From an optimization exercise on the open Yosys and OpenROAD flow, aimed at small area, a short achievable clock period and few clock cycles per item; shortcuts taken in it are not production practice. Only the layout flow was run in this run; the RTL was not checked for function there. Power is estimated from default activity; no workload was simulated.

## design.v

```verilog
module damask_ga (
    input  wire        clk,
    input  wire        rst,         
    input  wire        start,       
    input  wire [47:0] acc,         
    input  wire [7:0]  dks,         
    input  wire [3:0]  cls,         
    input  wire [15:0] age_gmax,    
    input  wire        age_en,      
    output reg         dec_rd,      
    output reg  [3:0]  dec_cls,     
    output reg  [5:0]  dec_idx,     
    input  wire [15:0] dec_data,    
    output reg         done,        
    output reg  [15:0] ga,          
    output reg         age_cap      
);
    localparam [2:0] S_IDLE = 3'd0,
                     S_STR  = 3'd1,    
                     S_INT  = 3'd2,    
                     S_FAR  = 3'd3,    
                     S_DIV  = 3'd4,    
                     S_CAP  = 3'd5;    
    reg [2:0]  st;
    reg [5:0]  t;        
    reg [5:0]  s;        
    reg        abit;     
    reg [7:0]  R;        
    reg [16:0] W;        
    reg [16:0] L;        
    reg [15:0] rem;      
    reg        eq;       
    wire [47:0] accg = acc & {48{|dks}};
    reg  [5:0]  pe;
    integer k;
    always @(*) begin
        pe = 6'd0;
        for (k = 0; k < 48; k = k + 1)
            if (accg[k])
                pe = k[5:0];
    end
    wire far_early = (|acc[47:42] & dks[7])
                   | (|acc[47:43] & |dks[7:6])
                   | (|acc[47:44] & |dks[7:5])
                   | (|acc[47:45] & |dks[7:4])
                   | (|acc[47:46] & |dks[7:3])
                   | ( acc[47]    & |dks[7:2]);
    wire [8:0] sumR = {1'b0, R} + (abit ? {1'b0, dks} : 9'd0);
    wire       o    = sumR[0];
    wire       stop = (t >= s + 6'd2) && (R == 8'd0);    
    wire [3:0] tj   = t[3:0] - 4'd3;                      
    wire [5:0] j    = {tj, W[15:14]};
    wire in_str  = (st == S_STR);
    wire in_int  = (st == S_INT);
    wire in_far  = (st == S_FAR);
    wire in_div  = (st == S_DIV);
    wire in_cap  = (st == S_CAP);
    wire in_idle = (st == S_IDLE);
    wire at35     = (t == 6'd35);
    wire lin_now  = in_str & at35 & stop & ~W[16];
    wire str_far  = in_str & ((t == 6'd51) | (stop & (t == 6'd50) & (&W[15:14])));
    wire str_int  = in_str & ~lin_now & ~str_far & stop & (t >= 6'd35);
    wire lin_step = in_str & (t <= 6'd34);
    wire a_bit    = W[16] & (t >= 6'd9);
    wire int_init = in_int & (t == 6'd20);
    wire far_load = in_far & (t == 6'd34);
    wire ld_const = in_idle | int_init | far_load;
    wire [16:0] kconst = in_idle ? 17'd32768 : int_init ? 17'd8192 : 17'd0;
    wire [16:0] opA = ld_const ? kconst : L;
    wire [16:0] opB = lin_step ? (a_bit ? {1'b0, dec_data} : 17'd32768)
                    : ((in_int | far_load) ? {1'b0, dec_data} : 17'd0);
    wire [17:0] sumL = {1'b0, opA} + {1'b0, opB};
    wire        shL  = lin_step | (in_int & ~int_init);
    wire [16:0] Lnext = shL ? sumL[17:1] : sumL[16:0];
    wire        div_on = in_div | lin_now;
    wire [16:0] x      = {rem, ga[15] & ~in_cap};
    wire [17:0] dif    = {1'b0, x} - {1'b0, L} - {17'd0, in_cap};
    wire        fits   = ~dif[17];
    wire [3:0]  gidx   = 4'd2 - t[3:0];                   
    wire        gbit   = age_gmax[gidx];
    wire        sat    = at35 & (L <= 17'd8192);
    wire        gt     = eq & fits & ~gbit;
    wire        last   = (t == 6'd50);
    wire        eqlast = eq & (fits == gbit);
    always @(posedge clk) begin
        done    <= 1'b0;
        dec_rd  <= ~rst;
        dec_cls <= cls;
        abit    <= (t < 6'd48) ? acc[t] : 1'b0;
        R       <= in_str ? sumR[8:1] : 8'd64;
        W       <= (in_str & stop & (t >= 6'd35)) ? W : {o, W[16:1]};
        L       <= Lnext;
        rem     <= 16'd8192;
        eq      <= 1'b1;
        if (lin_step | in_int | in_far)
            if (t == 6'd34)
                ga <= {1'b0, Lnext[15:1]};
        if (rst) begin
            st      <= S_IDLE;
            t       <= 6'd0;
            dec_idx <= 6'd0;
        end else begin
            case (st)
                S_IDLE: begin
                    s       <= pe;
                    dec_idx <= 6'd0;
                    t       <= 6'd0;
                    if (start) begin
                        if (!age_en) begin
                            ga      <= 16'd16384;
                            age_cap <= 1'b0;
                            done    <= 1'b1;
                        end else if (far_early) begin
                            dec_idx <= 6'd63;
                            t       <= 6'd33;
                            st      <= S_FAR;
                        end else begin
                            t       <= 6'd1;
                            st      <= S_STR;
                        end
                    end
                end
                S_STR: begin
                    t <= t + 6'd1;
                    dec_idx <= 6'd0;
                    if (str_far) begin
                        dec_idx <= 6'd63;
                        t       <= 6'd33;
                        st      <= S_FAR;
                    end else if (str_int) begin
                        dec_idx <= j;
                        s       <= j;
                        t       <= 6'd19;
                        st      <= S_INT;
                    end else if (lin_now) begin
                        st      <= S_DIV;
                    end
                end
                S_INT: begin
                    t       <= t + 6'd1;
                    dec_idx <= s + {5'd0, W[0]};
                    if (t == 6'd34)
                        st <= S_DIV;
                end
                S_FAR: begin
                    t <= t + 6'd1;
                    if (t == 6'd34)
                        st <= S_DIV;
                end
                S_CAP: begin
                    ga      <= age_gmax;
                    age_cap <= fits;
                    done    <= 1'b1;
                    t       <= 6'd0;
                    st      <= S_IDLE;
                end
                default: ;
            endcase
            if (div_on) begin
                t   <= t + 6'd1;
                rem <= fits ? dif[15:0] : x[15:0];
                ga  <= {ga[14:0], fits};
                eq  <= eqlast;
                if (sat | gt) begin
                    ga      <= age_gmax;
                    age_cap <= 1'b1;
                    done    <= 1'b1;
                    t       <= 6'd0;
                    st      <= S_IDLE;
                end else if (last) begin
                    if (eqlast) begin
                        st <= S_CAP;
                    end else begin
                        age_cap <= 1'b0;
                        done    <= 1'b1;
                        t       <= 6'd0;
                        st      <= S_IDLE;
                    end
                end
            end
        end
    end
endmodule
```

## run.sh

```bash
#!/bin/bash
# synth_recipe.tcl (not shown) runs the flow's synth.tcl, then flattens the netlist and writes it again
# the make line also repeats each setting of config.mk as NAME=value (left out here)
make -C /OpenROAD-flow-scripts/flow DESIGN_CONFIG=/design/flow/config.mk WORK_HOME=/design/flow/orfs CLKGATE_MAP_FILE= SYNTH_SCRIPT=/design/flow/synth_recipe.tcl finish
```

## config.mk

```make
export PLATFORM = sky130hd
export DESIGN_NAME = damask_ga
export DESIGN_NICKNAME = damask_ga
export VERILOG_FILES = /design/flow/design.v
export SDC_FILE = /design/flow/constraint.sdc
export NUM_CORES = 4
export LEC_CHECK = 0
export CAP_MARGIN = 20
export CORE_MARGIN = 2
export CORE_UTILIZATION = 40
export CTS_CLUSTER_DIAMETER = 60
export CTS_CLUSTER_SIZE = 12
export SLEW_MARGIN = 20
```

## constraint.sdc

```tcl
create_clock -name core_clock -period 12.0 [get_ports {clk}]
set_input_delay 2.4000 -clock core_clock [delete_from_list [all_inputs] [get_ports {clk}]]
set_output_delay 2.4000 -clock core_clock [all_outputs]
set_load 0.01 [all_outputs]
```

==> impl_metrics.env <==
export IMPL_worstHoldStart="W[9]"
export IMPL_hold_depth=0
export IMPL_synth_compound_area_share=0.223
export IMPL_yosys_top_cells_area="dfxtp_1 19%, ha_1 10%, edfxtp_1 8.5%"
export IMPL_postSynth_topFlopCell="dfxtp_1"
export IMPL_netlist_cell_type_count=99
export IMPL_slew_limit_headroom=0.372
export IMPL_layout_min_cycle_time_ns=5.29
export IMPL_path_delay_family="compound AO/OA/AOI/OAI gates"
export IMPL_cts_max_path_buffers=2
export IMPL_place_detailed_hpwl_um=18600
export IMPL_vias=7853
export IMPL_synth_async_sr_flop_share=0
export IMPL_drt_initial_drc_count=503
export IMPL_total_congestion_overflow_after_global_routing=0
export IMPL_crit_fanout=4
export IMPL_rsz_0062_raised_after_global_routing="no"
export IMPL_initial_standard_cell_utilization_of_the_core=0.406
export IMPL_syn2layout_area_growth_pct=21.1
export IMPL_worst_endpoint_required_ns=12.26
export IMPL_route_detailed_vias_per_inst=5.64
export IMPL_die_x_um=150
export IMPL_holdBufCountCts=0
export IMPL_cpMaxStageDelayCell="fa_1"
export IMPL_timing_final_hold_violations=0
export IMPL_status="no timing/DRC/antenna violations"
export IMPL_postLayoutCoreUtil=0.491
export IMPL_num_rows=53
export IMPL_design_portCount=125
export IMPL_timing_critical_path_arrival_ns=5.55
export IMPL_pre_cts_ws_ns=6.35
export IMPL_placement_io_buffers=124
export IMPL_crit_type="in -> reg"
export IMPL_cell_count_after_placement=1376
export IMPL_yosys_area_share_simple=0.212
export IMPL_cts_htree_levels=3
export IMPL_root_buffer="clkbuf_16"
export IMPL_clkSinkCount=104
export IMPL_synth_area_in_xor_xnor=0.0452
export IMPL_grt_pass1_wl_um=38600
export IMPL_ys_ff_latch=104
export IMPL_synth_top_family_by_area="compound AO/OA/AOI/OAI gates"
export IMPL_post_synth_most_frequent_cells="116 x nor2_1, 80 x dfxtp_1, 80 x inv_1, 76 x a21oi_1, 71 x nand2_1"
export IMPL_synth_most_common_cell="nor2_1"
export IMPL_worstRegToRegCells=18
export IMPL_grt_pass1_vias=7434
export IMPL_drv_max_cap_violation_count=0
export IMPL_min_delay_worst_endpoint="W[8]"
export IMPL_synth_sequential_area_ratio=0.273
export IMPL_maxSlewViolCount=0
export IMPL_track_usage=0.218
export IMPL_route_antenna_remaining_nets=0
export IMPL_number_of_diodes=0
export IMPL_setup_ws_ns=6.71
export IMPL_place_congestion=0.910
export IMPL_cellPowerDensity_nw_per_um2=136
export IMPL_worst_setup_hold_path_clk_slew_ns=0.08
export IMPL_critical_path_cell_chain="clkdlybuf4s50_1 > and2_1 > ha_1 > fa_1 > a211oi_1 > o21bai_1 > a41oi_1 > o21ai_1 > a21o_1 > a21oi_1 > o22ai_1 > a221o_1"
export IMPL_hp_class="reg -> reg"
export IMPL_placed_area_um2=9950
export IMPL_regToRegEndpoint="L[16]"
export IMPL_yosys_area_top_type_share=0.188
export IMPL_synth_edff_count=24
export IMPL_tritoncts="yes"
export IMPL_synth_cells=1009
export IMPL_fin_crit_sh=0.441
export IMPL_drt_drc_violations_left=0
export IMPL_detail_route_wirelength_um=23900
export IMPL_power_ir_vdd_worst_uv=64.5
export IMPL_synth_yosys_warnings=1
export IMPL_drtPass1Iterations=5
export IMPL_maximum_number_of_pins_on_one_net_before_global_route_repair=32
export IMPL_fp_coreArea_um2=21000
export IMPL_floorplan_die_area_um2=22400
export IMPL_worst_clock_skew_ns=0.0108
export IMPL_layout_drive_gt1_share=0.0627
export IMPL_netlist_top_cell_by_area="dfxtp_1"
export IMPL_design_final_nets=1282
export IMPL_crit_path_start_kind="primary input"
export IMPL_tns_ns=0
export IMPL_crit_path_end_kind="flip-flop"
export IMPL_post_synthesis_cell_area_um2=8500
export IMPL_crit_path_max_incr_delay_ns=0.42
export IMPL_finalInstanceArea_um2=10300
export IMPL_filler_cells=2053
export IMPL_post_cts_resize_count=0
export IMPL_worstPathBufferInverterCount=1
export IMPL_final_setup_viol_count=0
export IMPL_synth_fa_ha_area_frac=0.112
export IMPL_synth_nets=1179
export IMPL_synthesis_area_per_instance_um2=8.42
export IMPL_maxClockFrequency_mhz=189
export IMPL_tightest_slew_ns=0.942
export IMPL_critical_path_reg2reg_startpoint="t[1]"
export IMPL_slack_of_the_worst_reg_to_reg_path_ns=6.91
export IMPL_clkLatencyLatePin_ns=0.37
export IMPL_wl_per_cell_um=17.1
export IMPL_synth_mux_area_fraction=0.0727
export IMPL_floorplan_die_height_um=150
export IMPL_grt_antenna_before_repair=0
export IMPL_cts_setup_buffers=0
export IMPL_p_leak_nw=4.15
export IMPL_final_cell_count_no_fill=1392
export IMPL_numCtsBuffers=9
per-layer routing:
| metal | part of all wire | vias to the layer above | track usage |
|---|---|---|---|
| li1 | - | 3889 | - |
| met1 | 0.49 | 3690 | 0.322 |
| met2 | 0.43 | 253 | 0.330 |
| met3 | 0.071 | 21 | 0.0329 |
| met4 | 0.014 | 0 | 0.0561 |
| met5 | 0 | - | 0 |
worst max-delay path by stage:
stage	slack (ns)	depth (start not counted)	to	from
4_1_cts	6.74	12	L[16]	dec_data[0]
3_5_place_dp	6.35	12	L[16]	dec_data[0]
6_report	6.71	12	L[16]	dec_data[0]
3_3_place_gp	6.37	12	L[16]	dec_data[0]
5_1_grt	6.52	13	ga[13]	dec_data[0]
2_1_floorplan	7.07	11	L[16]	dec_data[0]
state kept, by name (all words and copies together) (netlist names):
register / flops
L: 17
W: 17
ga: 16
rem: 16
R: 8
dec_idx: 6
s: 6
t: 6
dec_cls: 4
st: 3
abit: 1
age_cap: 1
dec_rd: 1
done: 1
eq: 1
through the flow:
step | hold WS (ns) | power (mW)
finish | 0.424 | 1.40
global route | 0.429 | 1.50
CTS | 0.426 | 1.41
detailed placement | 0.406 | 1.05
global placement | 0.403 | 1.05
floorplan | 0.400 | 0.886
placed cells by master (no fill, tap or decap), types with 9 or more instances in the layout:
cell	netlist	final
a211oi_1	11	11
a21o_1	13	13
a21oi_1	76	76
a221o_1	12	12
a31oi_1	11	11
and2_1	45	45
and3_1	10	10
clkbuf_16	0	9
clkdlybuf4s50_1	0	124
dfxtp_1	80	80
edfxtp_1	24	24
ha_1	70	70
inv_1	80	80
mux2i_1	10	10
mux4_1	9	9
mux4_2	11	11
nand2_1	71	71
nand2b_1	10	10
nand3_1	25	25
nor2_1	116	116
nor2b_1	12	12
nor3_1	18	17
nor4_1	17	17
o21ai_0	45	45
o21bai_1	10	10
o31ai_1	10	9
xnor2_1	29	29
xor2_1	13	13
worst reg2reg max path: cells and delay by family (launching register included):
family | cells | cell delay [ns]
compound gates | 11 | 2.47
fa+ha+maj | 3 | 0.92
flops | 1 | 0.87
buf+inv | 2 | 0.48
simple gates | 2 | 0.25
cells by family after synthesis:
logic type | Yosys count
flip-flops | 104
AND/OR/NAND/NOR | 360
buffers and inverters | 122
adder cells (fa/ha/maj) | 74
XOR/XNOR | 43
AO/OA/AOI/OAI | 273
multiplexers | 33
final cells by class:
class | instances | area [um^2] | share of cell area
multi-input combinational | 783 | 5670 | 0.551
sequential | 104 | 2320 | 0.226
timing repair buffer | 132 | 1300 | 0.126
tap | 275 | 344 | 0.0334
inverter | 82 | 308 | 0.0299
clock buffer | 9 | 225 | 0.0219
clock inverter | 7 | 124 | 0.0120
where the power goes:
part           internal (mW)  total (mW)  switching, mW
clock network          0.206       0.354          0.147
registers              0.400       0.444         0.0434
logic                  0.269       0.606          0.336

[static timing again, ports no longer ideal]
The results above use ideal ports. As a check the final layout listed here was re-extracted and re-timed, cells and wires unchanged.
Step 1 (the two cells are an assumption about what drives the block):
set clk [get_ports {clk}]
set_driving_cell -lib_cell sky130_fd_sc_hd__clkbuf_16 $clk
set_driving_cell -lib_cell sky130_fd_sc_hd__buf_2 [delete_from_list [all_inputs] $clk]
Step 2 times the ports against the registers' clock, not the clock port: input delays grow and output delays shrink by t, the midpoint of the rising clock arrivals with the driver on.
a / b / c = ideal / step 1 / step 2; a / b = the first two.
shift t [ns]: 0.403
slack for setup (ns): 6.706 / 6.727 / 6.323
clock arrival spread, ns: 0.011 / 0.011
worst data-port slew with drivers (ns): 0.05
After both steps setup and hold are still met in this run. For this run, drivers alone change the setup slack by +0.021 ns; drivers and shift together by -0.383 ns.
